This design comes from an exercise in tuning for small area on the open sky130 flow, not from production work. Where RTL was checked, it was by simulation tests only, not by an equivalence proof against the original. No functional check of the RTL was part of run 6. No activity file was given, so power comes from the tool's default toggle rates.

### design/flow/design.v
module iso_link_rx (
    input  wire        clk,
    input  wire        rst,             
    input  wire        rxd,             
    input  wire        beacon,          
    input  wire        tick_1us,        
    input  wire        tlm_lost_rd,     
    input  wire        crc_err_rd,      
    input  wire [7:0]  ld_fault_w1c,    
    input  wire        ld_vld_ov_w1c,   
    output reg         frm_valid,       
    output wire [3:0]  frm_type,
    output wire [47:0] frm_payload,
    output reg  [1:0]  state,           
    output reg         ssr,
    output reg         lclk_lock,
    output reg         line_present,
    output reg  [15:0] tlm_lost,
    output reg  [15:0] crc_err,
    output reg  [7:0]  qw_last,
    output wire [31:0] line_period,
    output reg  [31:0] zc_pos,
    output reg  [31:0] zc_neg,
    output reg  [9:0]  hvin_v,
    output reg  [11:0] vline_pk,
    output reg  [7:0]  ld_temp,
    output reg  [7:0]  ld_fault,
    output reg         ld_vld_ov,
    output reg         ev_line_loss,    
    output wire        ev_line_return,  
    output wire        ev_link_fault,   
    output wire        ev_tlm_loss,     
    output wire        ev_conv_fault,   
    output reg         lf_reset         
);
    localparam [1:0] ST_DOWN = 2'd0, ST_TRAIN = 2'd1, ST_UP = 2'd2, ST_FAULT = 2'd3;
    localparam [11:0] TMR_SEED = 12'hC90;
    localparam [11:0] TMR_TERM = 12'hFFF;
    localparam [16:0] NOW_JUMP = 17'h09869;
    localparam [16:0] LF_SEED  = 17'h00001;
    localparam [16:0] LF_LAST  = 17'h0FCBC;
    reg  [2:0]  hs;
    reg         in_frame;
    reg         half;
    reg  [5:0]  bitcnt;       
    reg  [1:0]  rx_t;         
    reg  [47:0] rx_pay;       
    reg  [7:0]  crc;
    wire       bit_val   = hs[0];
    wire       start_det = !in_frame && hs == 3'b110 && rxd;
    wire       bit_done  = in_frame && half;
    wire       bit_ok    = bit_done && (rxd != bit_val);
    wire       violation = bit_done && (rxd == bit_val);
    wire       is_tlm    = rx_t == 2'b00;
    wire       type_bad  = bit_ok && bitcnt == 6'd4 && rx_pay[3:2] != 2'b10;
    wire       frm_end   = bit_ok && bitcnt == (is_tlm ? 6'd59 : 6'd51);
    wire       shift_pay = bit_ok && (bitcnt < 6'd44 || (is_tlm && bitcnt < 6'd52));
    wire       crc_fb    = crc[7] ^ bit_val;
    wire [7:0] crc_next  = {crc[6:0], 1'b0} ^ (crc_fb ? 8'h2F : 8'h00);
    wire       fok       = frm_end && crc_next == 8'h00;
    wire       fbad      = (frm_end && crc_next != 8'h00) || type_bad;
    reg  [2:0] hs_nx;
    always @(*) begin
        hs_nx[0] = rxd;
        if (rxd)
            hs_nx[2:1] = {1'b0, hs == 3'b010 || hs == 3'b100};
        else
            case (hs)
                3'b001:  hs_nx[2:1] = 2'b01;
                3'b011:  hs_nx[2:1] = 2'b10;
                3'b100:  hs_nx[2:1] = 2'b11;
                default: hs_nx[2:1] = 2'b00;
            endcase
    end
    always @(posedge clk) begin
        if (rst) begin
            hs       <= 3'b000;
            in_frame <= 1'b0;
        end else begin
            hs <= hs_nx;
            if (start_det)
                in_frame <= 1'b1;
            else if (violation || type_bad || frm_end)
                in_frame <= 1'b0;
        end
    end
    always @(posedge clk) begin
        if (start_det) begin
            half   <= 1'b0;
            bitcnt <= 6'd0;
            crc    <= 8'hFF;
        end else begin
            half <= !half;
            if (bit_ok) begin
                bitcnt <= bitcnt + 6'd1;
                crc    <= crc_next;
            end
        end
        if (bit_ok && bitcnt == 6'd4)
            rx_t <= rx_pay[1:0];
        if (shift_pay)
            rx_pay <= {rx_pay[46:0], bit_val};
    end
    assign frm_type    = {2'b10, rx_t};
    assign frm_payload = {rx_pay[47:40] & {8{is_tlm}}, rx_pay[39:0]};
    wire [7:0]  tlm_seq   = rx_pay[47:40];
    wire [11:0] tlm_vline = rx_pay[39:28];
    wire [9:0]  tlm_hvin  = rx_pay[27:18];
    wire [7:0]  tlm_temp  = rx_pay[17:10];
    wire        tlm_ssr   = rx_pay[9];
    wire [11:0] vline_abs = tlm_vline[11] ? (~tlm_vline + 12'd1) : tlm_vline;
    wire        zc_pol    = rx_pay[39];
    wire        zc_lock   = rx_pay[37];
    wire [4:0]  zc_seq    = rx_pay[36:32];
    wire [31:0] stamp     = rx_pay[31:0];
    wire [7:0]  evt_code  = rx_pay[39:32];
    wire got_tlm = fok && rx_t == 2'b00;
    wire got_zc  = fok && rx_t == 2'b01;
    wire got_evt = fok && rx_t == 2'b10;
    wire got_qa  = fok && rx_t == 2'b11;
    reg         tlm_seen;
    reg  [7:0]  tlm_last_seq;
    reg         pos_seen;
    reg         loss_seen;
    reg  [31:0] loss_stamp;
    reg         lost_was0;
    reg  [28:0] lp;
    assign line_period = {3'b000, lp};
    wire [7:0]  tlm_gap   = tlm_seq - tlm_last_seq - 8'd1;
    wire [15:0] lost_inc  = (got_tlm && tlm_seen) ? {8'd0, tlm_gap} : 16'd0;
    wire [16:0] lost_sum  = {1'b0, tlm_lost} + {1'b0, lost_inc};
    wire [15:0] lost_next = tlm_lost_rd ? lost_inc :
                            (lost_sum[16] ? 16'hFFFF : lost_sum[15:0]);
    wire [15:0] crc_inc   = fbad ? 16'd1 : 16'd0;
    wire [16:0] crc_sum   = {1'b0, crc_err} + {1'b0, crc_inc};
    wire [15:0] crc_next_cnt = crc_err_rd ? crc_inc :
                            (crc_sum[16] ? 16'hFFFF : crc_sum[15:0]);
    wire [31:0] period_raw = stamp - zc_pos;
    wire evt_01 = evt_code == 8'h01;
    wire evt_02 = evt_code == 8'h02;
    wire evt_07 = evt_code == 8'h07;
    reg  [7:0]  fault_set;
    reg         vld_set;
    reg         conv_code;
    always @(*) begin
        fault_set = 8'd0;
        vld_set   = 1'b0;
        conv_code = 1'b0;
        case (evt_code)
            8'h03: begin fault_set[0] = 1'b1; conv_code = 1'b1; end
            8'h04: begin fault_set[1] = 1'b1; conv_code = 1'b1; end
            8'h05: begin fault_set[2] = 1'b1; conv_code = 1'b1; end
            8'h07:       fault_set[3] = 1'b1;
            8'h06: begin fault_set[4] = 1'b1; conv_code = 1'b1; end
            8'h08: begin fault_set[5] = 1'b1; conv_code = 1'b1; end
            8'h09:       fault_set[6] = 1'b1;
            8'h0A: begin fault_set[7] = 1'b1; conv_code = 1'b1; end
            8'h0B: begin vld_set      = 1'b1; conv_code = 1'b1; end
            default: ;
        endcase
    end
    wire evt_held = frm_valid && rx_t == 2'b10;
    assign ev_conv_fault  = evt_held && conv_code;
    assign ev_line_return = evt_held && evt_02;
    assign ev_tlm_loss    = lost_was0 && (tlm_lost != 16'd0);
    always @(posedge clk) begin
        if (rst) begin
            frm_valid      <= 1'b0;
            ssr            <= 1'b0;
            lclk_lock      <= 1'b0;
            line_present   <= 1'b0;
            tlm_lost       <= 16'd0;
            crc_err        <= 16'd0;
            qw_last        <= 8'd0;
            lp             <= 29'd0;
            zc_pos         <= 32'd0;
            zc_neg         <= 32'd0;
            hvin_v         <= 10'd0;
            vline_pk       <= 12'd0;
            ld_temp        <= 8'd0;
            ld_fault       <= 8'd0;
            ld_vld_ov      <= 1'b0;
            ev_line_loss   <= 1'b0;
            tlm_seen       <= 1'b0;
            pos_seen       <= 1'b0;
            loss_seen      <= 1'b0;
        end else begin
            frm_valid <= fok;
            tlm_lost    <= lost_next;
            crc_err     <= crc_next_cnt;
            if (got_tlm) begin
                tlm_seen     <= 1'b1;
                ssr          <= tlm_ssr;
                hvin_v       <= tlm_hvin;
                ld_temp      <= tlm_temp;
                if (vline_abs > vline_pk)
                    vline_pk <= vline_abs;
            end
            if (got_zc) begin
                lclk_lock <= zc_lock;
                if (zc_pol) begin
                    zc_pos    <= stamp;
                    lp[28:24] <= zc_seq;
                    if (pos_seen)
                        lp[23:0] <= (period_raw[31:24] != 8'd0) ? 24'hFFFFFF
                                                                : period_raw[23:0];
                    pos_seen <= 1'b1;
                end else begin
                    zc_neg <= stamp;
                end
            end
            if (got_qa)
                qw_last <= {rx_pay[37:35], rx_pay[39:38], rx_pay[34:32]};
            ld_fault  <= (ld_fault & ~ld_fault_w1c) | (got_evt ? fault_set : 8'd0);
            ld_vld_ov <= (ld_vld_ov & ~ld_vld_ov_w1c) | (got_evt && vld_set);
            ev_line_loss <= 1'b0;
            if (got_evt && evt_01) begin
                line_present <= 1'b0;
                loss_seen    <= 1'b1;
                if (!(loss_seen && loss_stamp == stamp))
                    ev_line_loss <= 1'b1;
            end
            if (got_evt && evt_02)
                line_present <= 1'b1;
        end
    end
    always @(posedge clk) begin
        lost_was0 <= tlm_lost == 16'd0;
        if (got_tlm)
            tlm_last_seq <= tlm_seq;
        if (got_evt && evt_01)
            loss_stamp <= stamp;
    end
    reg  [16:0] now;
    reg  [16:0] wq [0:14];
    reg  [14:0] wv;
    wire        w_exp   = wv[0] && wq[0] == now;
    wire        w_full  = &wv;
    wire        crc_burst = fbad && w_full && !w_exp;
    wire        w_pop   = w_exp || (fbad && w_full);
    reg  [14:0] w_load;
    reg  [14:0] w_leave;
    integer i, j;
    always @(*) begin
        w_leave[0] = w_pop;
        for (i = 0; i < 14; i = i + 1) begin
            w_load[i]    = wv[i+1] && (!wv[i] || w_leave[i]);
            w_leave[i+1] = w_load[i];
        end
        w_load[14] = fbad;
    end
    always @(posedge clk) begin
        if (rst) begin
            now <= NOW_JUMP;
            wv  <= 15'd0;
        end else begin
            now <= {now[15:0], now[16] ^ now[13] ^ (now == NOW_JUMP)};
            wv  <= w_load | (wv & ~w_leave);
        end
        for (j = 0; j < 14; j = j + 1)
            if (w_load[j])
                wq[j] <= wq[j+1];
        if (w_load[14])
            wq[14] <= now;
    end
    reg  [11:0] frm_cnt;      
    reg  [11:0] bcn_cnt;      
    reg         ssr_run;      
    reg         goodbye;
    reg  [16:0] lf_cnt;
    reg         lf_armed;
    reg         was_up;
    wire frm_silent  = frm_cnt == TMR_TERM;
    wire bcn_present = bcn_cnt != TMR_TERM;
    wire present     = !frm_silent || bcn_present;
    wire [11:0] frm_cnt_nx = {frm_cnt[10:0], ~(frm_cnt[11] ^ frm_cnt[0]) | (&frm_cnt[10:0])};
    wire [11:0] bcn_cnt_nx = {bcn_cnt[10:0], ~(bcn_cnt[11] ^ bcn_cnt[0]) | (&bcn_cnt[10:0])};
    reg  [1:0]  state_nx;
    always @(*) begin
        state_nx = state;
        case (state)
            ST_DOWN:  if (present) state_nx = ST_TRAIN;
            ST_TRAIN: begin
                if (got_tlm && tlm_ssr && ssr_run)
                    state_nx = ST_UP;
                else if (!present)
                    state_nx = ST_DOWN;
            end
            ST_UP: begin
                if (goodbye && frm_silent)
                    state_nx = ST_DOWN;
                else if (frm_silent || crc_burst)
                    state_nx = ST_FAULT;
            end
            ST_FAULT: if (present) state_nx = ST_TRAIN;
            default:  state_nx = ST_DOWN;
        endcase
    end
    wire lf_run = (state == ST_TRAIN || state == ST_FAULT) && bcn_present;
    assign ev_link_fault = was_up && state == ST_FAULT;
    always @(posedge clk) begin
        if (rst) begin
            state    <= ST_DOWN;
            frm_cnt  <= TMR_TERM;
            bcn_cnt  <= TMR_TERM;
            lf_armed <= 1'b1;
            lf_reset <= 1'b0;
        end else begin
            state <= state_nx;
            if (fok)              frm_cnt <= TMR_SEED;
            else                  frm_cnt <= frm_cnt_nx;
            if (beacon)           bcn_cnt <= TMR_SEED;
            else                  bcn_cnt <= bcn_cnt_nx;
            lf_reset <= 1'b0;
            if (state_nx == ST_UP)
                lf_armed <= 1'b1;
            if (lf_run && tick_1us && lf_cnt == LF_LAST && lf_armed) begin
                lf_reset <= 1'b1;
                lf_armed <= 1'b0;
            end
        end
    end
    always @(posedge clk) begin
        was_up <= state == ST_UP;
        if (state == ST_TRAIN && state_nx == ST_TRAIN) begin
            if (got_tlm)
                ssr_run <= tlm_ssr;
        end else begin
            ssr_run <= 1'b0;
        end
        if (state == ST_UP && state_nx == ST_UP) begin
            if (got_evt && evt_07)
                goodbye <= 1'b1;
        end else begin
            goodbye <= 1'b0;
        end
        if (!lf_run)
            lf_cnt <= LF_SEED;
        else if (tick_1us)
            lf_cnt <= {lf_cnt[15:0], lf_cnt[16] ^ lf_cnt[13]};
    end
endmodule
### design/flow/run.sh
#!/bin/bash
# synth_recipe.tcl (not shown) runs the flow's synth.tcl, then flattens the netlist and writes it again
# the make line also repeats each setting of config.mk as NAME=value (left out here)
make -C /OpenROAD-flow-scripts/flow DESIGN_CONFIG=/design/flow/config.mk WORK_HOME=/design/flow/orfs CLKGATE_MAP_FILE= SYNTH_SCRIPT=/design/flow/synth_recipe.tcl finish
### design/flow/config.mk
export PLATFORM = sky130hd
export DESIGN_NAME = iso_link_rx
export DESIGN_NICKNAME = iso_link_rx
export VERILOG_FILES = /design/flow/design.v
export SDC_FILE = /design/flow/constraint.sdc
export NUM_CORES = 4
export LEC_CHECK = 0
export ABC_AREA = 1
export CAP_MARGIN = 20
export CORE_MARGIN = 2
export CORE_UTILIZATION = 40
export CTS_BUF_LIST = sky130_fd_sc_hd__clkbuf_4
export CTS_CLUSTER_SIZE = 20
export PLACE_DENSITY = 0.6
export SLEW_MARGIN = 20
### design/flow/constraint.sdc
create_clock -name core_clock -period 10.0 [get_ports {clk}]
set_input_delay 2.0000 -clock core_clock [delete_from_list [all_inputs] [get_ports {clk}]]
set_output_delay 2.0000 -clock core_clock [all_outputs]
set_load 0.01 [all_outputs]
==> flow_summary.yaml, run 1 <==
run_status:
  status: "finished clean"
yosys:
  synth-async-reset-ratio_pct: 0
  syn_avg_cell_area_sq_um: 10.2
  ys.flop_type: "edfxtp_1"
  yosys_warnings: 2
  synth_enable_flop_cells: 345
  synth-seq-cells: 635
  seq_area_frac_synth_pct: 62.8
  synth_cell_type_count: 61
  syn_area_sq_um: 25700
  netlist_instances: 2528
setup_path:
  end_kind: "register"
  path_class: "in2reg"
  cp_slowest_stage_delay_ns: 0.54
  crit_required_ns: 10.92
  startpoint_type: "input port"
  arrival_ns: 7.21
  crit_fanout: 42
  cpMaxStageDelayCell: "clkdlybuf4s50_1"
  path_common_cell: "nand2_1"
clocking:
  clock_sinks: 635
  cts_hold_buf: 0
  clk_pin_slew_ns: 0.06
  cts_buffers: 163
  htreeDepth: 4
  clk_latency_ns: 0.99
  cts_setup_buffers: 0
  cts_tree: "built"
  cts_buffer_depth: 3
  cts_resized: 0
  root_buffer: "clkbuf_4"
routing:
  first_pass_iters: 5
  via_per_inst: 4.95
  wl_per_cell_microns: 17.4
  drc_errors: 0
  antenna_left: 0
  vias: 19000
  drt_iter0_markers: 1381
  wl_microns: 66600
layout:
  area_delta_synth_final_pct: 20.5
  drive_above_1_share_pct: 11.1
  finalNonFillerCells: 3831
  fin_nets: 2941
power:
  p_leak_nw: 12.2
  vdd_drop_max_v: 0.000114
  power.density_nw_per_um2: 167
  power_mw: 5.17
timing:
  hold_viol: 0
  fin_setup_tns_ns: 0
  max_freq_mhz: 159
  finalSetupViolCount: 0
  rsz0062_at_grt: "no"
  drv_slew: 0
  fin_crit_sh_pct: 62.9
  slew_headroom_pct: 32.2
  finClkSkew_ns: 0.0604
  final.min_clock_period_ns: 6.29
  tightest_slew_ns: 1.02
  whs_ns: 0.373
global_routing:
  grt-ovfl-total: 0
  grt_pass1_wl_microns: 102000
  first_global_vias: 18700
  antenna_found_initial: 3
  grt_use_total_pct: 19.9
  grt_max_degree: 115
placed_design:
  dp_cells: 3534
  portBuffers: 249
  place.gp.congestion: 0.964
  dp_hpwl_microns: 47500
worst_hold_path:
  min_path_type: "reg2reg"
floorplanning:
  design.portCount: 255
  core-area_sq_um: 63300
  initial_core_util_pct: 40.6
  die_y_microns: 258
  die_w_microns: 258
  dieArea_sq_um: 66400
  row_count: 92
run:
  max_cap_violations: 0
## state kept, by name (all words and copies together), names as in the netlist, 15 cells and up, named ones only
signal and count:
crc_err 16, zc_neg 32, wq 255, tlm_lost 16, now 17, zc_pos 32, lf_cnt 17, lp 29
rx_pay 48, loss_stamp 32, wv 15
## cell type report
cell class	count	area [sq um]
flip-flops and latches	635	16200
clock inverters	44	294
clock buffers	245	1840
inverters	374	1410
fillers	5878	32300
well taps	846	1060
repair buffers	266	2650
diodes	6	15.0
multi-input cells	1415	7560
## power breakdown
group          total [mW]  switching [mW]  internal, mW
registers            2.77          0.0214          2.75
clock network        2.25            1.05          1.20
logic               0.150           0.101        0.0493
total                5.17            1.17          4.00
## critical path, delay by kind of cell
family,cells,cell delay [ns]
simple gates,18,2.88
buf+inv,9,1.50
fa+ha+maj,2,0.58
compound gates,2,0.25
## through the flow
step / worst slack, ns / util (%) / cell area (sq um)
2_1_floorplan: 4.79 / - / 25700
3_3_place_gp: 3.01 / 45.5 / 28800
3_5_place_dp: 2.69 / 45.5 / 28800
4_1_cts: 3.82 / 48.8 / 30900
5_1_grt: 3.19 / 48.9 / 31000
6_report: 3.71 / 48.9 / 31000
## synthesized netlist by cell type, types with 2 or more instances
| cell | number | share of area [%] |
|---|---|---|
| o22ai_1 | 4 | 0.097 |
| nand4_1 | 44 | 1.1 |
| buf_2 | 13 | 0.25 |
| nand3_2 | 2 | 0.078 |
| o21a_1 | 4 | 0.12 |
| nor2_2 | 5 | 0.12 |
| nand3b_1 | 4 | 0.12 |
| inv_2 | 8 | 0.12 |
| nor2_1 | 219 | 3.2 |
| a31oi_1 | 2 | 0.049 |
| a21oi_1 | 240 | 4.7 |
| edfxtp_1 | 345 | 40 |
| buf_4 | 47 | 1.4 |
| inv_1 | 364 | 5.3 |
| o21ai_1 | 5 | 0.097 |
| or2_1 | 2 | 0.049 |
| conb_1 | 2 | 0.029 |
| xnor2_1 | 14 | 0.48 |
| nand2_2 | 5 | 0.12 |
| nor2_8 | 2 | 0.16 |
| xor2_1 | 48 | 1.6 |
| nand3_1 | 70 | 1.4 |
| dfxtp_1 | 290 | 23 |
| or2_2 | 14 | 0.34 |
| o21ai_0 | 188 | 3.7 |
| a221oi_1 | 2 | 0.068 |
| buf_1 | 4 | 0.058 |
| a2111oi_0 | 2 | 0.068 |
| a211oi_1 | 14 | 0.41 |
| a21boi_0 | 4 | 0.12 |
| o21bai_1 | 10 | 0.29 |
| a22o_1 | 2 | 0.068 |
| nor3_1 | 25 | 0.49 |
| ha_1 | 67 | 3.3 |
| nand2_1 | 354 | 5.2 |
| buf_6 | 3 | 0.13 |
| a311oi_1 | 2 | 0.068 |
| clkbuf_1 | 40 | 0.58 |
| nor4_1 | 24 | 0.58 |
| a21o_1 | 4 | 0.12 |
| nor2_4 | 7 | 0.31 |
| fa_1 | 3 | 0.23 |
| o211ai_1 | 2 | 0.058 |
## cell families after synthesis
kind of cell,count (synthesis),share of synthesized area [%]
adder cells (fa/ha/maj),70,3.49
AO/OA/AOI/OAI,491,10.2
other,2,0.0292
AND/OR/NAND/NOR,787,13.5
XOR/XNOR,62,2.11
flip-flops,635,62.8
buffers and inverters,481,7.86
## layer usage
| layer | vias to the layer above | GRT usage (%) | part of all wire (%) |
|---|---|---|---|
| met4 | 0 | 9.65 | 3.2 |
| met3 | 129 | 4.48 | 6.3 |
| met5 | - | 0 | 0 |
| met2 | 642 | 31.3 | 46 |
| li1 | 9182 | - | - |
| met1 | 9013 | 26.1 | 44 |
## final timing paths
path	start	to	slack, ns	depth (start not counted)
worst max-delay path	rxd	tlm_lost[11]	3.71	31
worst min-delay path	wq[1][0]	wq[0][0]	0.37	0
worst max register to register	rx_t[0]	tlm_lost[11]	4.83	29
worst min register to register	wq[1][0]	wq[0][0]	0.37	0
## layout by cell type, fill, tap and decap left out, drive strengths merged, types with 25 or more instances in the layout
cell,count
clkbuf,245
nand3,72
o21ai,193
nor4,25
nand2,360
dfxtp,290
inv,377
nor2,233
xor2,48
ha,67
clkdlybuf4s50,248
edfxtp,345
a21oi,240
nor3,26
nand4,45
clkinv,37
==> inputs of run 2 (changes only) <==
--- a/design/flow/config.mk
+++ b/design/flow/config.mk
@@ -6,9 +6,9 @@
 export NUM_CORES = 4
 export LEC_CHECK = 0
-export ABC_AREA = 1
 export CAP_MARGIN = 20
 export CORE_MARGIN = 2
 export CORE_UTILIZATION = 40
-export CTS_BUF_LIST = sky130_fd_sc_hd__clkbuf_4
+export CTS_BUF_LIST = sky130_fd_sc_hd__clkbuf_8
+export CTS_CLUSTER_DIAMETER = 50
 export CTS_CLUSTER_SIZE = 20
 export PLACE_DENSITY = 0.6
==> run 2 against run 1 <==
  * Largest power group unchanged
  * Register-to-register slack worse by 0.41 ns
  * Critical path depth is 11 lower
  * Largest cell class unchanged
  * Flip-flop and latch count stayed put
  * Via count is 13% lower
  * Clock-buffer cell count is 183 lower
  * First-iteration DRC count is 32% lower
  * Hold slack better by 0.035 ns
  * Core utilization is 1.0 points lower
  * Synthesized cell count is 14% lower
  * Sequential share of layout area is 2.3 points higher
==> flow_summary.yaml, run 2 <==
run_status:
  status: "finished clean"
yosys:
  synth.area.top_cells: "edfxtp_1 41%, dfxtp_1 23%, a21oi_1 4.2%"
  syn_avg_cell_area_sq_um: 11.5
  synth-seq-cells: 635
  yosysTopAreaCell: "edfxtp_1"
  synth_top_area_share_pct: 41.2
  yosys_warnings: 2
  synth_enable_flop_cells: 345
  synth-async-reset-ratio_pct: 0
  seq_area_frac_synth_pct: 64.3
  synth.most_common_cell: "edfxtp_1"
  syn_area_sq_um: 25100
  ys.flop_type: "edfxtp_1"
  synth_common_cells: "345 x edfxtp_1, 290 x dfxtp_1, 275 x nand2_1"
  synth_cell_type_count: 62
  netlist_instances: 2180
power:
  vdd_drop_max_v: 0.000111
  p_leak_nw: 10.1
  power.density_nw_per_um2: 157
  internal_power_mw: 3.56
  p_sw_share_pct: 23.4
  p_seq_share_pct: 59.2
  power_frac_clock_pct: 38.1
  comb_power_share_pct: 2.6
  switchingPower_mw: 1.09
timing:
  finalSetupViolCount: 0
  fin_setup_tns_ns: 0
  finClkSkew_ns: 0.0561
  tightest_slew_ns: 1.02
  fin_crit_sh_pct: 66.0
  final.min_clock_period_ns: 6.60
  max_freq_mhz: 151
  hold_viol: 0
  slew_headroom_pct: 31.6
  drv_slew: 0
  rsz0062_at_grt: "no"
setup_path:
  cp_slowest_stage_delay_ns: 0.56
  startpoint_type: "input port"
  cp_cell_sequence: "clkdlybuf4s50_1, xor2_1, and3_1, and2_1, nand2_1, nor3_2, buf_4, nand2_1, nor3_1, ha_1, nor2b_1, o21ai_0, a21boi_0, o21ai_0, a21oi_1, o2111ai_1, buf_2, a21oi_1, a21oi_1, nor2_1"
  worst-path-buf-inv: 3
  critPathTopFamily: "simple AND/OR/NAND/NOR gates"
  crit_required_ns: 10.55
  crit_fanout: 29
  r2r_cells: 20
  path_class: "in2reg"
  r2r-end: "tlm_lost[2]"
  cpMaxStageDelayCell: "clkdlybuf4s50_1"
  regToRegSetupSlack_ns: 4.42
  reg2reg_from: "hs[0]"
  end_kind: "register"
  arrival_ns: 7.15
  path_common_cell: "a21oi_1"
routing:
  drt_iter0_markers: 943
  drc_errors: 0
  via_per_inst: 5.03
  vias: 16500
  wl_per_cell_microns: 17.7
  wl_microns: 58000
  antenna_left: 0
  first_pass_iters: 5
layout:
  fin_nets: 2474
  nFillCells: 5536
  top_register: "wq"
  layout_commonest_cell: "edfxtp_1"
  drive_above_1_share_pct: 6.53
  largest_reg_flops: 255
  area_delta_synth_final_pct: 18.1
  finalNonFillerCells: 3273
  layout_common_cells: "345 x edfxtp_1, 290 x dfxtp_1, 275 x nand2_1, 248 x clkdlybuf4s50_1, 209 x a21oi_1"
  largest_registers: "wq (255), rx_pay (48)"
floorplanning:
  die_w_microns: 255
  row_count: 91
  initial_core_util_pct: 40.6
  design.portCount: 255
  dieArea_sq_um: 64900
  die_y_microns: 255
  core-area_sq_um: 61900
clocking:
  htreeDepth: 2
  root_buffer: "clkbuf_8"
  cts_setup_buffers: 0
  cts_buffers: 57
  clock_sinks: 635
  cts_tree: "built"
  cts_resized: 0
  cts_buffer_depth: 3
  clk_pin_slew_ns: 0.11
  cts_hold_buf: 0
  clk_latency_ns: 0.71
global_routing:
  grt_pass1_wl_microns: 88900
  grt-ovfl-total: 0
  antenna_found_initial: 2
  grt_use_total_pct: 17.6
  grt_max_degree: 140
  first_global_vias: 15600
worst_hold_path:
  min_from: "wq[7][6]"
  min_to: "wq[6][6]"
  holdPathStages: 0
  min_path_type: "reg2reg"
placed_design:
  place.gp.congestion: 0.877
  portBuffers: 249
  dp_cells: 3164
  dp_hpwl_microns: 40000
run:
  max_cap_violations: 0
[run 2: cell types whose count changed after synthesis, sizes merged, moves of 28 or more]
cell,before,now
nor2,233,156
inv,373,92
nor2b,0,42
nand3,72,36
a21o,4,36
o21ai,193,50
mux2i,0,28
nand2,360,275
clkbuf,40,83
xnor2,14,78
a21oi,240,209
[run 2: per-stage QoR]
| step | instance area (sq um) | hold WS (ns) | util, % | power, mW | setup slack [ns] |
|---|---|---|---|---|---|
| 2_1_floorplan | 25100 | 0.400 | - | 2.90 | 4.22 |
| 3_3_place_gp | 28200 | 0.401 | 45.6 | 2.93 | 2.62 |
| 3_5_place_dp | 28200 | 0.405 | 45.6 | 2.94 | 2.49 |
| 4_1_cts | 29700 | 0.400 | 47.9 | 4.71 | 3.24 |
| 5_1_grt | 29700 | 0.422 | 47.9 | 4.83 | 2.89 |
| 6_report | 29700 | 0.409 | 47.9 | 4.65 | 3.40 |
[run 2: cells by family (layout without fill, tap and decap cells)]
group	count (synthesis)	after routing	synth area share [%]
multiplexers	30	30	1.20
XOR/XNOR	124	124	4.35
AND/OR/NAND/NOR	676	676	12.5
AO/OA/AOI/OAI	414	414	9.93
buffers and inverters	229	481	4.14
other	2	6	0.0299
flip-flops	635	635	64.3
adder cells (fa/ha/maj)	70	70	3.57
[run 2: routing by layer]
| metal | wire [microns] | track usage, % |
|---|---|---|
| met5 | 13 | 0 |
| met4 | 1160 | 4.46 |
| met3 | 3780 | 4.10 |
| met2 | 26400 | 28.1 |
| met1 | 26700 | 24.1 |
[run 2: worst max path at each step]
stage / startpoint / slack, ns / end / cells after the start
global placement: rxd / 2.62 / tlm_lost[1] / 19
finish: rxd / 3.40 / tlm_lost[2] / 20
floorplan: rxd / 4.22 / wq[11][0] / 11
global route: rxd / 2.89 / tlm_lost[1] / 20
CTS: rxd / 3.24 / tlm_lost[6] / 19
detailed placement: rxd / 2.49 / tlm_lost[6] / 19
[run 2: layout make-up]
class	instances	area, sq um	area share, %
Clock buffer	62	853	2.87
Antenna cell	1	2.50	0.00843
Timing Repair Buffer	283	2770	9.32
Tap cell	837	1050	3.53
Multi-Input combinational cell	1319	7950	26.8
Sequential cell	635	16200	54.4
Inverter	92	345	1.16
Clock inverter	44	563	1.90
[run 2: power groups by stage]
stage	registers (mW)	logic, mW	clock network, mW
3_3_place_gp	2.82	0.116	0
3_5_place_dp	2.82	0.120	0
4_1_cts	2.76	0.120	1.84
6_report	2.76	0.122	1.78
2_1_floorplan	2.81	0.0869	0
5_1_grt	2.76	0.134	1.94
==> inputs of run 3 (changes only) <==
--- a/design/flow/config.mk
+++ b/design/flow/config.mk
@@ -9,7 +9,4 @@
 export CORE_MARGIN = 2
 export CORE_UTILIZATION = 40
-export CTS_BUF_LIST = sky130_fd_sc_hd__clkbuf_8
-export CTS_CLUSTER_DIAMETER = 50
-export CTS_CLUSTER_SIZE = 20
 export PLACE_DENSITY = 0.6
 export SLEW_MARGIN = 20
==> run 3 against run 2 <==
  * Worst setup slack worse by 0.15 ns
  * Die area is the same
  * Largest cell class unchanged
  * Critical path depth is the same
  * Combinational power is essentially flat
  * Critical path type unchanged
  * Core utilization is 1.1 points higher
==> flow_summary.yaml, run 3 <==
yosys:
  yosysTopAreaCell: "edfxtp_1"
  syn_avg_cell_area_sq_um: 11.5
  yosys_warnings: 2
  synth_top_area_share_pct: 41.2
  synth_top_family_by_area: "simple AND/OR/NAND/NOR gates"
  synth.area.top_cells: "edfxtp_1 41%, dfxtp_1 23%, a21oi_1 4.2%"
  synth_cell_type_count: 62
  synthXorXnorAreaFrac_pct: 4.35
  synthMuxAreaShare_pct: 1.20
  synth.most_common_cell: "edfxtp_1"
  synth-seq-cells: 635
  ys.flop_type: "edfxtp_1"
  synthAdderAreaFrac_pct: 3.57
  syn_area_sq_um: 25100
  synthSimpleGateAreaFrac_pct: 12.5
  synth-async-reset-ratio_pct: 0
  synth_common_cells: "345 x edfxtp_1, 290 x dfxtp_1, 275 x nand2_1"
  seq_area_frac_synth_pct: 64.3
  synth_compound_gate_area_share_pct: 9.93
  synth_enable_flop_cells: 345
  netlist_instances: 2180
floorplanning:
  row_count: 91
  core-area_sq_um: 61900
  design.portCount: 255
  die_w_microns: 255
  initial_core_util_pct: 40.6
  dieArea_sq_um: 64900
  die_y_microns: 255
routing:
  via_per_inst: 5.04
  first_pass_iters: 7
  vias: 16600
  wl_met3_microns: 4030
  wl_met2_microns: 26700
  antenna_left: 0
  drc_errors: 0
  wl_per_cell_microns: 17.8
  m1WireLength_microns: 26600
  top_layer_used: "met5"
  drt_iter0_markers: 941
  wl_microns: 58600
setup_path:
  arrival_ns: 7.21
  path_class: "in2reg"
  regToRegSetupSlack_ns: 4.43
  startpoint_type: "input port"
  end_kind: "register"
  r2r_cells: 20
  crit_required_ns: 10.45
  reg2reg_from: "hs[0]"
  r2r-end: "tlm_lost[2]"
  crit_fanout: 29
clocking:
  clk_pin_slew_ns: 0.06
  clk_latency_ns: 0.60
  cts_tree: "built"
  clock_sinks: 635
  cts_setup_buffers: 0
  cts_buffer_depth: 3
  cts_resized: 0
  root_buffer: "clkbuf_16"
  htreeDepth: 3
  cts_hold_buf: 0
  cts_buffers: 68
timing:
  fin_ws_ns: 3.24
  drv_slew: 0
  max_freq_mhz: 148
  fin_crit_sh_pct: 67.6
  final.min_clock_period_ns: 6.76
  tightest_slew_ns: 1.16
  finalSetupViolCount: 0
  finClkSkew_ns: 0.0325
  hold_viol: 0
  slew_headroom_pct: 23.0
  rsz0062_at_grt: "no"
  fin_setup_tns_ns: 0
layout:
  insertedDiodeCount: 0
  largest_reg_flops: 255
  finalNonFillerCells: 3286
  largest_registers: "wq (255), rx_pay (48)"
  final_cell_area_sq_um: 30400
  drive_above_1_share_pct: 6.25
  layout_commonest_cell: "edfxtp_1"
  area_delta_synth_final_pct: 20.9
  layout_common_cells: "345 x edfxtp_1, 290 x dfxtp_1, 275 x nand2_1, 248 x clkdlybuf4s50_1, 209 x a21oi_1"
  top_register: "wq"
  fin_nets: 2484
  fin_util_pct: 49.1
worst_hold_path:
  min_from: "wq[6][7]"
  min_to: "wq[5][7]"
  min_path_type: "reg2reg"
  holdPathStages: 0
placed_design:
  placed_cell_area_sq_um: 28200
  dp_hpwl_microns: 40000
  dp_slack_ns: 2.49
  place.gp.congestion: 0.877
  dp_cells: 3164
  portBuffers: 249
global_routing:
  grt-ovfl-total: 0
  antenna_found_initial: 1
  grt_pass1_wl_microns: 89700
  grt_use_total_pct: 17.8
  first_global_vias: 15800
  grt_max_degree: 140
power:
  power.density_nw_per_um2: 175
  vdd_drop_max_v: 0.000110
  p_leak_nw: 10.4
run_status:
  status: "finished clean"
run:
  max_cap_violations: 0
## run 3: layer usage
metal | global-route usage, % | up-vias
met1 | 24.2 | 7923
met2 | 28.3 | 465
li1 | - | 8066
met5 | 0 | -
met3 | 4.39 | 100
met4 | 5.33 | 2
## run 3: cells by family (layout without fill, tap and decap cells)
| family | Yosys count | after routing |
|---|---|---|
| compound gates | 414 | 414 |
| xor+xnor | 124 | 124 |
| fa+ha+maj | 70 | 70 |
| buf+inv | 229 | 495 |
| flops | 635 | 635 |
| mux | 30 | 30 |
| other cells | 2 | 5 |
| simple gates | 676 | 676 |
## run 3: cell type report
| type | instances | area (sq um) |
|---|---|---|
| clock buffer | 93 | 1870 |
| clock inverter | 28 | 283 |
| fill | 5485 | 31500 |
| inverter | 92 | 345 |
| multi-input combinational | 1319 | 7950 |
| sequential | 635 | 16200 |
| tap | 837 | 1050 |
| timing repair buffer | 282 | 2740 |
## run 3: critical path, cell delays in order
cell and delay (ns):
clkdlybuf4s50_1 0.56, xor2_1 0.25, and3_1 0.55, and2_1 0.23
nand2_1 0.21, nor3_2 0.18, buf_4 0.36, nand2_1 0.25
nor3_1 0.36, ha_1 0.33, nor2b_1 0.14, o21ai_0 0.20
a21boi_0 0.12, o21ai_0 0.24, a21oi_1 0.17, o2111ai_1 0.44
buf_2 0.30, a21oi_1 0.09, a21oi_1 0.15, nor2_1 0.05
## run 3: where the power goes
| group | switching (mW) | internal, mW | total, mW |
|---|---|---|---|
| logic | 0.0713 | 0.0496 | 0.121 |
| clock network | 1.01 | 1.42 | 2.42 |
| registers | 0.0203 | 2.74 | 2.76 |
## run 3: stage by stage
| stage | total power, mW | hold WS [ns] |
|---|---|---|
| 2_1_floorplan | 2.90 | 0.400 |
| 6_report | 5.30 | 0.388 |
| 3_3_place_gp | 2.93 | 0.401 |
| 3_5_place_dp | 2.94 | 0.405 |
| 4_1_cts | 5.37 | 0.390 |
| 5_1_grt | 5.48 | 0.396 |
## run 3: how the worst max path moves through the flow
stage / startpoint / end / slack [ns] / cells past startpoint
2_1_floorplan: rxd / wq[11][0] / 4.22 / 11
3_3_place_gp: rxd / tlm_lost[1] / 2.62 / 19
3_5_place_dp: rxd / tlm_lost[6] / 2.49 / 19
4_1_cts: rxd / tlm_lost[6] / 3.10 / 19
5_1_grt: rxd / tlm_lost[1] / 2.76 / 20
6_report: rxd / tlm_lost[2] / 3.24 / 20
==> inputs of run 4 (changes only) <==
--- a/design/flow/config.mk
+++ b/design/flow/config.mk
@@ -9,4 +9,7 @@
 export CORE_MARGIN = 2
 export CORE_UTILIZATION = 40
+export CTS_BUF_LIST = sky130_fd_sc_hd__clkbuf_16
+export CTS_CLUSTER_DIAMETER = 80
+export CTS_CLUSTER_SIZE = 30
 export PLACE_DENSITY = 0.6
 export SLEW_MARGIN = 20
==> run 4 against run 3 <==
  * Still clean
  * Flip-flop and latch count did not move
  * Clock power is 31% lower
  * Design area shrank 2.9%
  * Core utilization down 1.4 points
  * First-iteration DRC count increased by 10%
  * Critical endpoint unchanged
  * Largest power group unchanged
==> flow_summary.yaml, run 4 <==
clocking:
  clock_sinks: 635
  root_buffer: "clkbuf_16"
  cts_setup_buffers: 0
  clk_latency_ns: 0.59
  cts_buffers: 34
  clk_pin_slew_ns: 0.10
  cts_resized: 0
  cts_hold_buf: 0
  htreeDepth: 2
  cts_tree: "built"
  cts_buffer_depth: 3
yosys:
  synth_cell_type_count: 62
  yosysTopAreaCell: "edfxtp_1"
  synth_top_area_share_pct: 41.2
  synthAdderAreaFrac_pct: 3.57
  syn_area_sq_um: 25100
  syn_avg_cell_area_sq_um: 11.5
  synth_common_cells: "345 x edfxtp_1, 290 x dfxtp_1, 275 x nand2_1"
  synthMuxAreaShare_pct: 1.20
  synth_compound_gate_area_share_pct: 9.93
  synth.area.top_cells: "edfxtp_1 41%, dfxtp_1 23%, a21oi_1 4.2%"
  synth_top_family_by_area: "simple AND/OR/NAND/NOR gates"
  synth.most_common_cell: "edfxtp_1"
  synth-seq-cells: 635
  ys.flop_type: "edfxtp_1"
  netlist_instances: 2180
  yosys_warnings: 2
  synth-async-reset-ratio_pct: 0
  seq_area_frac_synth_pct: 64.3
  synthSimpleGateAreaFrac_pct: 12.5
  synth_enable_flop_cells: 345
  synthXorXnorAreaFrac_pct: 4.35
run_status:
  status: "finished clean"
floorplanning:
  die_y_microns: 255
  initial_core_util_pct: 40.6
  row_count: 91
  dieArea_sq_um: 64900
  core-area_sq_um: 61900
  design.portCount: 255
  die_w_microns: 255
timing:
  finClkSkew_ns: 0.0358
  final.min_clock_period_ns: 6.77
  drv_slew: 0
  fin_setup_tns_ns: 0
  tightest_slew_ns: 1.03
  rsz0062_at_grt: "no"
  hold_viol: 0
  max_freq_mhz: 148
  fin_crit_sh_pct: 67.7
  finalSetupViolCount: 0
  whs_ns: 0.414
  slew_headroom_pct: 30.9
setup_path:
  crit_start: "rxd"
  r2r-end: "tlm_lost[2]"
  crit_required_ns: 10.43
  reg2reg_from: "hs[0]"
  startpoint_type: "input port"
  regToRegSetupSlack_ns: 4.44
  path_class: "in2reg"
  crit_fanout: 29
  end_kind: "register"
  r2r_cells: 20
  arrival_ns: 7.20
layout:
  layout_common_cells: "345 x edfxtp_1, 290 x dfxtp_1, 275 x nand2_1, 248 x clkdlybuf4s50_1, 209 x a21oi_1"
  final_cell_area_sq_um: 29500
  top_register: "wq"
  largest_registers: "wq (255), rx_pay (48)"
  drive_above_1_share_pct: 4.64
  largest_reg_flops: 255
  layout_commonest_cell: "edfxtp_1"
  fin_nets: 2451
  area_delta_synth_final_pct: 17.4
  insertedDiodeCount: 0
global_routing:
  grt_max_degree: 140
  antenna_found_initial: 1
  grt_pass1_wl_microns: 88200
  grt_use_total_pct: 17.4
  grt-ovfl-total: 0
  first_global_vias: 15400
power:
  p_leak_nw: 9.99
  vdd_drop_max_v: 0.000118
  power.density_nw_per_um2: 154
routing:
  antenna_left: 0
  via_per_inst: 5.03
  drt_iter0_markers: 1037
  vias: 16200
  wl_per_cell_microns: 17.9
  first_pass_iters: 5
  drc_errors: 0
  wl_microns: 57600
worst_hold_path:
  min_to: "wq[6][6]"
  min_from: "wq[7][6]"
  min_path_type: "reg2reg"
  holdPathStages: 0
placed_design:
  placed_cell_area_sq_um: 28200
  portBuffers: 249
  place.gp.congestion: 0.877
  dp_hpwl_microns: 40000
run:
  max_cap_violations: 0
[run 4: changes by cell type in the layout (fill, tap and decap cells not counted)]
cell and change:
clkbuf_1 -19, inv_16 +4, inv_12 +2, clkinv_2 -10, clkbuf_16 -34, inv_1 +9, clkbuf_8 -5, inv_6 -1
clkinv_16 +3, buf_16 +1, bufinv_16 -3, inv_8 +1, clkinv_1 -7
[run 4: layout make-up]
class                           instances  area (sq um)
Fill cell                            5534         32400
Clock inverter                         26           355
Timing Repair Buffer                  283          2770
Sequential cell                       635         16200
Multi-Input combinational cell       1319          7950
Tap cell                              837          1050
Clock buffer                           35           876
Inverter                               92           345
[run 4: metal layers]
layer  share of wire [%]  global-route usage (%)  vias up
li1                    -                       -     7954
met1                  47                    24.4     7849
met2                  46                    28.0      373
met3                 5.6                    3.46       65
met4                 1.8                    3.99        2
met5               0.023                       0        -
[run 4: how the worst max path moves through the flow]
stage / endpoint / slack, ns / depth (start not counted)
after floorplan: wq[11][0] / 4.22 / 11
final: tlm_lost[2] / 3.23 / 20
after global routing: tlm_lost[1] / 2.74 / 20
after detailed placement: tlm_lost[6] / 2.49 / 19
after global placement: tlm_lost[1] / 2.62 / 19
after CTS: tlm_lost[6] / 3.07 / 19
[run 4: logic make-up after synthesis]
kind of cell | after synthesis
mux | 30
flops | 635
other cells | 2
fa+ha+maj | 70
buf+inv | 229
xor+xnor | 124
simple gates | 676
compound gates | 414
[run 4: stage by stage]
stage | cells | power (mW) | utilization, % | setup slack, ns
finish | 3227 | 4.54 | 47.6 | 3.23
global route | 3227 | 4.70 | 47.6 | 2.74
CTS | 3225 | 4.59 | 47.6 | 3.07
detailed placement | 3164 | 2.94 | 45.6 | 2.49
global placement | 3164 | 2.93 | 45.6 | 2.62
floorplan | 2183 | 2.90 | - | 4.22
[run 4: where the power goes]
part	switching, mW	internal [mW]	total, mW
Combinational	0.0722	0.0506	0.123
Sequential	0.0203	2.74	2.76
Clock	0.927	0.732	1.66
Total	1.02	3.52	4.54
[run 4: critical path, stage by stage]
cell and delay (ns):
clkdlybuf4s50_1 0.55, xor2_1 0.25, and3_1 0.55, and2_1 0.23, nand2_1 0.21, nor3_2 0.17
buf_4 0.36, nand2_1 0.25, nor3_1 0.37, ha_1 0.33, nor2b_1 0.14, o21ai_0 0.20
a21boi_0 0.12, o21ai_0 0.24, a21oi_1 0.17, o2111ai_1 0.44, buf_2 0.30, a21oi_1 0.09
a21oi_1 0.15, nor2_1 0.05
==> inputs of run 5 (changes only) <==
==> design/flow/flow/run.sh (new file) <==
#!/bin/bash
# The standard layout (standard.sh), with two changes:
#  - every port still gets its buffer, but the smallest one (buf_1);
#  - the clock tree uses larger sink clusters and no dummy loads.
# The whole ORFS run's output goes to make.log here; ORFS keeps each step's
# log under orfs/logs/.
set -euo pipefail
export BUFFER_PORTS_ARGS="-buffer_cell sky130_fd_sc_hd__buf_1"
export CTS_ARGS="-sink_clustering_enable -repair_clock_nets -sink_clustering_size 30 -sink_clustering_max_diameter 80 -buf_list sky130_fd_sc_hd__clkbuf_16 -dont_use_dummy_load"
bash standard.sh > make.log 2>&1
==> design/flow/standard.sh (new file) <==
#!/bin/bash
# synth_recipe.tcl (not shown) runs the flow's synth.tcl, then flattens the netlist and writes it again
# the make line also repeats each setting of config.mk as NAME=value (left out here)
make -C /OpenROAD-flow-scripts/flow DESIGN_CONFIG=/design/flow/config.mk WORK_HOME=/design/flow/orfs CLKGATE_MAP_FILE= SYNTH_SCRIPT=/design/flow/synth_recipe.tcl "${@:-finish}"
--- a/design/flow/config.mk
+++ b/design/flow/config.mk
@@ -9,7 +9,4 @@
 export CORE_MARGIN = 2
 export CORE_UTILIZATION = 40
-export CTS_BUF_LIST = sky130_fd_sc_hd__clkbuf_16
-export CTS_CLUSTER_DIAMETER = 80
-export CTS_CLUSTER_SIZE = 30
 export PLACE_DENSITY = 0.6
 export SLEW_MARGIN = 20
removed: design/flow/run.sh
==> run 5 against run 4 <==
  * Non-clock buffer count is the same
  * Largest cell class unchanged
  * Clock skew grew 0.066 ns
  * Maximum frequency grew 8.4%
  * Highest routed layer is now met4
  * Critical endpoint is now tlm_lost[4]
  * Final cell count shrank 0.93%
  * Synthesized cell count is the same
  * Sequential power is essentially flat
  * Worst setup slack gained 0.53 ns
  * Synthesized area is the same
  * Largest power group unchanged
  * Still clean on timing, DRC and antenna
  * Design area shrank 6.8%
==> flow_summary.yaml, run 5 <==
timing:
  fin_crit_sh_pct: 62.4
  finalSetupViolCount: 0
  rsz0062_at_grt: "no"
  max_freq_mhz: 160
  drv_slew: 0
  fin_setup_tns_ns: 0
  fin_ws_ns: 3.76
  final.min_clock_period_ns: 6.24
  slew_headroom_pct: 29.8
  tightest_slew_ns: 1.05
  hold_viol: 0
  finClkSkew_ns: 0.102
yosys:
  synth-seq-cells: 635
  yosysTopAreaCell: "edfxtp_1"
  synth_enable_flop_cells: 345
  syn_avg_cell_area_sq_um: 11.5
  synth.most_common_cell: "edfxtp_1"
  synth-async-reset-ratio_pct: 0
  synth_top_area_share_pct: 41.2
  yosys_warnings: 2
  seq_area_frac_synth_pct: 64.3
  synth_cell_type_count: 62
  ys.flop_type: "edfxtp_1"
  synth_common_cells: "345 x edfxtp_1, 290 x dfxtp_1, 275 x nand2_1"
  syn_area_sq_um: 25100
  synth.area.top_cells: "edfxtp_1 41%, dfxtp_1 23%, a21oi_1 4.2%"
  netlist_instances: 2180
layout:
  largest_reg_flops: 255
  top_register: "wq"
  layout_common_cells: "345 x edfxtp_1, 290 x dfxtp_1, 275 x nand2_1, 248 x buf_1, 209 x a21oi_1"
  insertedDiodeCount: 0
  drive_above_1_share_pct: 3.90
  fin_nets: 2448
  fin_util_pct: 44.4
  largest_registers: "wq (255), rx_pay (48)"
  layout_commonest_cell: "edfxtp_1"
  area_delta_synth_final_pct: 9.38
global_routing:
  grt_pass1_wl_microns: 87700
  grt_max_degree: 183
  grt-ovfl-total: 0
  first_global_vias: 15400
  grt_use_total_pct: 17.2
  antenna_found_initial: 0
setup_path:
  path_class: "in2reg"
  crit_fanout: 29
  end_kind: "register"
  crit_required_ns: 10.47
  crit_start: "rxd"
  startpoint_type: "input port"
  reg2reg_from: "hs[0]"
  arrival_ns: 6.71
clocking:
  cts_buffers: 31
  clk_pin_slew_ns: 0.11
  cts_hold_buf: 0
  htreeDepth: 1
  clk_latency_ns: 0.64
  cts_tree: "built"
  clock_sinks: 635
  cts_resized: 0
  root_buffer: "clkbuf_16"
  cts_buffer_depth: 3
  cts_setup_buffers: 0
routing:
  wl_microns: 56500
  antenna_left: 0
  first_pass_iters: 5
  vias: 16300
  via_per_inst: 5.11
  drc_errors: 0
  wl_per_cell_microns: 17.7
  drt_iter0_markers: 1354
power:
  power_mw: 4.18
  p_leak_nw: 9.17
  vdd_drop_max_v: 0.000146
  power.density_nw_per_um2: 152
floorplanning:
  design.portCount: 255
  initial_core_util_pct: 40.6
  row_count: 91
  die_y_microns: 255
  core-area_sq_um: 61900
  dieArea_sq_um: 64900
  die_w_microns: 255
placed_design:
  place.gp.congestion: 0.863
  dp_hpwl_microns: 39900
  dp_slack_ns: 2.91
  portBuffers: 249
worst_hold_path:
  min_path_type: "reg2reg"
  min_from: "bcn_cnt[9]"
run:
  max_cap_violations: 0
run_status:
  status: "finished clean"
-- run 5: logic make-up (layout without fill, tap and decap cells) --
kind of cell               Yosys count  after routing  share of synthesized area, %
buffers and inverters              229            406                          4.14
AOI/OAI and AO/OA                  414            414                          9.93
other                                2              5                        0.0299
and+or+nand+nor                    676            676                          12.5
xor gates and xnor gates           124            124                          4.35
muxes                               30             30                          1.20
adders and majority gates           70             70                          3.57
DFF                                635            635                          64.3
-- run 5: metal layers --
layer  global-route usage [%]  up-vias  wire [microns]
li1                         -     7925               -
met1                     24.0     7970           26300
met2                     28.5      395           26300
met3                     2.51       52            2930
met4                     3.34        0             974
met5                        0        -               0
-- run 5: final timing paths --
check                                    to  slack (ns)  cells after the start
worst min register to register  bcn_cnt[10]        0.38                      1
worst max-delay path            tlm_lost[4]        3.76                     19
worst min-delay path            bcn_cnt[10]        0.38                      1
worst max register to register  tlm_lost[4]        4.50                     19
-- run 5: per-stage QoR --
| stage | instances | hold WS [ns] | cell area (sq um) |
|---|---|---|---|
| 2_1_floorplan | 2183 | 0.400 | 25100 |
| 3_3_place_gp | 3166 | 0.401 | 26700 |
| 3_5_place_dp | 3166 | 0.405 | 26700 |
| 4_1_cts | 3197 | 0.374 | 27500 |
| 5_1_grt | 3197 | 0.387 | 27500 |
| 6_report | 3197 | 0.382 | 27500 |
-- run 5: power breakdown --
part | switching (mW) | leakage, nW | internal, mW
Clock | 0.757 | 0.382 | 0.550
Sequential | 0.0191 | 5.45 | 2.74
Combinational | 0.0730 | 3.34 | 0.0438
-- run 5: worst max-delay path, cell delays in order --
cell,delay [ns]
buf_1,0.19
xor2_1,0.23
and3_1,0.54
and2_1,0.23
nand2_1,0.21
nor3_2,0.16
buf_4,0.36
nand2_1,0.24
nor3_1,0.37
ha_1,0.33
nor2b_1,0.14
o21ai_0,0.20
a21boi_0,0.12
o21ai_0,0.23
a21oi_1,0.18
o2111ai_2,0.59
a21oi_1,0.15
a21oi_1,0.16
nor2_1,0.05
-- run 5: area by class of cell --
type | count | area [sq um]
tap | 837 | 1050
sequential | 635 | 16200
fill | 5796 | 34400
multi-input combinational | 1319 | 7950
inverter | 92 | 345
clock buffer | 31 | 776
timing repair buffer | 283 | 1210
==> inputs of run 6 (changes only) <==
--- a/design/flow/design.v
+++ b/design/flow/design.v
@@ -37,7 +37,11 @@
     localparam [11:0] TMR_SEED = 12'hC90;
     localparam [11:0] TMR_TERM = 12'hFFF;
-    localparam [16:0] NOW_JUMP = 17'h09869;
     localparam [16:0] LF_SEED  = 17'h00001;
     localparam [16:0] LF_LAST  = 17'h0FCBC;
+    localparam [16:0] AGE_SEED = 17'h1EC12;
+    localparam [16:0] AGE_MASK = 17'h0AAAA;
+    localparam [59:0] WP_CODE  = {4'h8, 4'hC, 4'hE, 4'hF, 4'h7, 4'hB, 4'h5, 4'hA,
+                                  4'hD, 4'h6, 4'h3, 4'h9, 4'h4, 4'h2, 4'h1};
+    localparam [3:0]  WP_LAST  = 4'h8;
     reg  [2:0]  hs;
     reg         in_frame;
@@ -174,6 +178,4 @@
             qw_last        <= 8'd0;
             lp             <= 29'd0;
-            zc_pos         <= 32'd0;
-            zc_neg         <= 32'd0;
             hvin_v         <= 10'd0;
             vline_pk       <= 12'd0;
@@ -200,5 +202,4 @@
                 lclk_lock <= zc_lock;
                 if (zc_pol) begin
-                    zc_pos    <= stamp;
                     lp[28:24] <= zc_seq;
                     if (pos_seen)
@@ -206,6 +207,4 @@
                                                                 : period_raw[23:0];
                     pos_seen <= 1'b1;
-                end else begin
-                    zc_neg <= stamp;
                 end
             end
@@ -225,4 +224,11 @@
         end
     end
+    wire [31:0] stamp_z = stamp & {32{!rst}};
+    always @(posedge clk) begin
+        if (rst || (got_zc && zc_pol))
+            zc_pos <= stamp_z;
+        if (rst || (got_zc && !zc_pol))
+            zc_neg <= stamp_z;
+    end
     always @(posedge clk) begin
         lost_was0 <= tlm_lost == 16'd0;
@@ -232,35 +238,31 @@
             loss_stamp <= stamp;
     end
-    reg  [16:0] now;
-    reg  [16:0] wq [0:14];
-    reg  [14:0] wv;
-    wire        w_exp   = wv[0] && wq[0] == now;
-    wire        w_full  = &wv;
-    wire        crc_burst = fbad && w_full && !w_exp;
-    wire        w_pop   = w_exp || (fbad && w_full);
-    reg  [14:0] w_load;
-    reg  [14:0] w_leave;
-    integer i, j;
-    always @(*) begin
-        w_leave[0] = w_pop;
-        for (i = 0; i < 14; i = i + 1) begin
-            w_load[i]    = wv[i+1] && (!wv[i] || w_leave[i]);
-            w_leave[i+1] = w_load[i];
+    reg  [16:0] age [0:14];
+    reg  [3:0]  wp;           
+    reg         wrapped;      
+    wire [14:0] w_sel;
+    wire [14:0] w_exp;
+    genvar g;
+    generate
+        for (g = 0; g < 15; g = g + 1) begin : slot
+            wire [16:0] a     = age[g] ^ AGE_MASK;
+            wire        all16 = &a[15:0];
+            wire [16:0] a_nx  = {a[15:0], ~(a[16] ^ a[13]) | all16};
+            assign w_exp[g] = all16 && a[16];
+            assign w_sel[g] = wp == WP_CODE[4*g +: 4];
+            always @(posedge clk)
+                age[g] <= ((fbad && w_sel[g]) ? AGE_SEED : a_nx) ^ AGE_MASK;
         end
-        w_load[14] = fbad;
-    end
+    endgenerate
+    wire crc_burst = fbad && wrapped && !(|(w_sel & w_exp));
     always @(posedge clk) begin
         if (rst) begin
-            now <= NOW_JUMP;
-            wv  <= 15'd0;
-        end else begin
-            now <= {now[15:0], now[16] ^ now[13] ^ (now == NOW_JUMP)};
-            wv  <= w_load | (wv & ~w_leave);
+            wp      <= 4'b0001;
+            wrapped <= 1'b0;
+        end else if (fbad) begin
+            wp <= {wp[2:0], wp[3] ^ wp[2]};
+            if (wp == WP_LAST)
+                wrapped <= 1'b1;
         end
-        for (j = 0; j < 14; j = j + 1)
-            if (w_load[j])
-                wq[j] <= wq[j+1];
-        if (w_load[14])
-            wq[14] <= now;
     end
     reg  [11:0] frm_cnt;      
==> run 6 against run 5 <==
  * Wire length fell by 5.6%
  * Critical endpoint unchanged
  * Maximum frequency fell by 2.3%
  * Critical path type unchanged
  * Global-route usage fell by 0.31 points
  * Still clean
  * Clock skew fell by 0.036 ns
  * Synthesized area fell by 6.0%
==> flow_summary.yaml, run 6 <==
setup_path:
  cp_slowest_stage_delay_ns: 0.67
  path_class: "in2reg"
  startpoint_type: "input port"
  crit_required_ns: 10.44
  cp_cell_sequence: "buf_1, xor2_2, and4_1, and3_1, nand2_1, inv_2, nand2_1, nor2_1, ha_1, a21o_1, a21oi_1, o21bai_1, a21oi_1, o21ai_0, nand4_1, a21oi_1, a21oi_1, nor2_1"
  cpMaxStageDelayCell: "inv_2"
  r2r_cells: 19
  r2r-end: "tlm_lost[4]"
  reg2reg_from: "hs[0]"
  end_kind: "register"
  arrival_ns: 6.83
  regToRegSetupSlack_ns: 4.15
  crit_fanout: 31
  path_common_cell: "a21oi_1"
routing:
  first_pass_iters: 5
  vias: 16700
  drc_errors: 0
  via_per_inst: 5.15
  wl_microns: 53400
  wl_per_cell_microns: 16.4
  drt_iter0_markers: 892
  antenna_left: 0
power:
  vdd_drop_max_v: 0.000130
  power.density_nw_per_um2: 156
  p_leak_nw: 9.92
global_routing:
  antenna_found_initial: 2
  grt-ovfl-total: 0
  grt_max_degree: 165
  first_global_vias: 16000
  grt_use_total_pct: 16.9
  grt_pass1_wl_microns: 84100
layout:
  largest_registers: "age (255), rx_pay (48)"
  fin_nets: 2567
  area_delta_synth_final_pct: 8.66
  top_register: "age"
  fin_util_pct: 43.7
  insertedDiodeCount: 0
  multiInputGateArea_sq_um: 8900
  layout_common_cells: "454 x dfxtp_1, 296 x nor2_1, 285 x nand2_1, 247 x buf_1, 154 x edfxtp_1"
  nFillCells: 5606
  regArea_sq_um: 13700
  layout_commonest_cell: "dfxtp_1"
  drive_above_1_share_pct: 2.87
  largest_reg_flops: 255
  final_cell_area_sq_um: 25700
clocking:
  clock_sinks: 608
  cts_resized: 0
  root_buffer: "clkbuf_16"
  htreeDepth: 1
  cts_tree: "built"
  clk_latency_ns: 0.61
  cts_buffers: 29
  cts_hold_buf: 0
  clk_pin_slew_ns: 0.10
  cts_setup_buffers: 0
  cts_buffer_depth: 3
run:
  max_cap_violations: 0
floorplanning:
  initial_core_util_pct: 40.2
  design.portCount: 255
  die_w_microns: 247
  core-area_sq_um: 58700
  dieArea_sq_um: 61000
  row_count: 89
  die_y_microns: 247
yosys:
  yosysTopAreaCell: "dfxtp_1"
  netlist_instances: 2313
  synth.area.top_cells: "dfxtp_1 38%, edfxtp_1 20%, nor2_1 4.7%"
  synth.most_common_cell: "dfxtp_1"
  synth_enable_flop_cells: 154
  yosys_warnings: 2
  ys.flop_type: "dfxtp_1"
  syn_area_sq_um: 23600
  syn_avg_cell_area_sq_um: 10.2
  synth_cell_type_count: 78
  synth_common_cells: "454 x dfxtp_1, 296 x nor2_1, 285 x nand2_1"
  seq_area_frac_synth_pct: 58.1
  synth-async-reset-ratio_pct: 0
  synth_top_area_share_pct: 38.5
  synth-seq-cells: 608
timing:
  finClkSkew_ns: 0.0662
  final.min_clock_period_ns: 6.39
  slew_headroom_pct: 29.3
  hold_viol: 0
  fin_crit_sh_pct: 63.9
  drv_slew: 0
  fin_setup_tns_ns: 0
  finalSetupViolCount: 0
  max_freq_mhz: 156
  rsz0062_at_grt: "no"
  tightest_slew_ns: 1.06
worst_hold_path:
  min_to: "age[4][4]"
  holdPathStages: 1
  min_path_type: "reg2reg"
  min_from: "age[4][3]"
placed_design:
  portBuffers: 249
  dp_hpwl_microns: 38500
  placed_cell_area_sq_um: 24900
  place.gp.congestion: 0.886
run_status:
  status: "finished clean"
[run 6: cell types whose count changed in the layout (fill, tap and decap cells not counted), moves of 17 or more]
| cell | change |
|---|---|
| a21oi_1 | -68 |
| buf_4 | -25 |
| dfxtp_1 | +164 |
| edfxtp_1 | -191 |
| nand4_1 | +32 |
| nor2_1 | +140 |
| nor4_1 | +19 |
| o21ai_0 | -17 |
| or4_1 | +23 |
[run 6: logic make-up after synthesis]
kind of cell | synth area share [%]
adders and majority gates | 4.02
other | 0.0318
muxes | 1.28
AOI/OAI and AO/OA | 9.08
and+or+nand+nor | 18.7
DFF | 58.1
xor gates and xnor gates | 4.51
buffers and inverters | 4.31
[run 6: cell type report]
| type | instances | area share (%) |
|---|---|---|
| clock buffers | 29 | 2.83 |
| inverters | 89 | 1.30 |
| multi-input cells | 1491 | 34.7 |
| flip-flops and latches | 608 | 53.4 |
| well taps | 773 | 3.77 |
| repair buffers | 258 | 3.97 |
[run 6: worst max-delay path by stage]
stage	startpoint	end	slack (ns)	cells past startpoint
final	rxd	tlm_lost[4]	3.61	18
after global routing	rxd	tlm_lost[4]	3.04	18
after floorplan	rxd	tlm_lost[7]	4.74	19
after detailed placement	rxd	tlm_lost[1]	3.00	18
after global placement	rxd	tlm_lost[1]	3.15	18
after CTS	rxd	tlm_lost[4]	3.64	18
[run 6: power by group]
part	total (mW)	switching [mW]	internal (mW)
logic	0.190	0.123	0.0671
clock network	1.25	0.732	0.516
registers	2.55	0.0188	2.54
total	3.99	0.874	3.12
[run 6: worst max-delay path: cells and delay by family]
family	cells	cell delay, ns
buffers and inverters	2	0.88
AO/OA/AOI/OAI	7	1.25
AND/OR/NAND/NOR	7	2.17
XOR/XNOR	1	0.21
adder cells (fa/ha/maj)	1	0.29
[run 6: routing by layer]
metal | GRT usage, % | share of wire, %
met5 | 0 | 0.051
met4 | 4.32 | 2.1
met3 | 2.14 | 4.5
met2 | 28.7 | 47
met1 | 22.6 | 46
[run 6: metrics by stage]
| stage | hold WS, ns | worst slack (ns) | power, mW | cells |
|---|---|---|---|---|
| global route | 0.366 | 3.04 | 4.14 | 3248 |
| CTS | 0.360 | 3.64 | 4.04 | 3248 |
| detailed placement | 0.366 | 3.00 | 2.80 | 3219 |
| finish | 0.370 | 3.61 | 3.99 | 3248 |
| floorplan | 0.352 | 4.74 | 2.75 | 2316 |
| global placement | 0.363 | 3.15 | 2.80 | 3219 |

static timing again, ports no longer ideal:
How much do the figures lean on ideal ports? The routed layouts below were timed once more, with nothing changed but the port constraints.
Step 1 (the two cells are an assumption about what drives the block):
set clk [get_ports {clk}]
set_driving_cell -lib_cell sky130_fd_sc_hd__clkbuf_16 $clk
set_driving_cell -lib_cell sky130_fd_sc_hd__buf_2 [delete_from_list [all_inputs] $clk]
Step 2 moves the port delays by t, midway between the first and last clock arrival at a register: inputs arrive t later, outputs are due t later. That takes back most of the time a late clock gives input paths.
a / b / c = ideal ports / drivers / drivers and shift; a / b = the first two.
run	t, ns	setup WS [ns]	worst hold slack (ns)
run 1	1.021	3.712 / 3.730 / 2.709	0.373 / 0.373 / 0.373
run 2	0.732	3.396 / 3.376 / 2.644	0.409 / 0.409 / 0.409
run 3	0.639	3.243 / 3.234 / 2.595	0.388 / 0.388 / 0.388
run 4	0.624	3.232 / 3.218 / 2.594	0.414 / 0.414 / 0.414
run 5	0.645	3.759 / 3.765 / 3.120	0.382 / 0.382 / 0.382
run 6	0.640	3.609 / 3.573 / 2.933	0.370 / 0.370 / 0.370
After both steps every run listed still meets setup and hold. The setup slack of run 1, which loses most, moves by +0.018 ns with the drivers and by -1.003 ns with both steps.
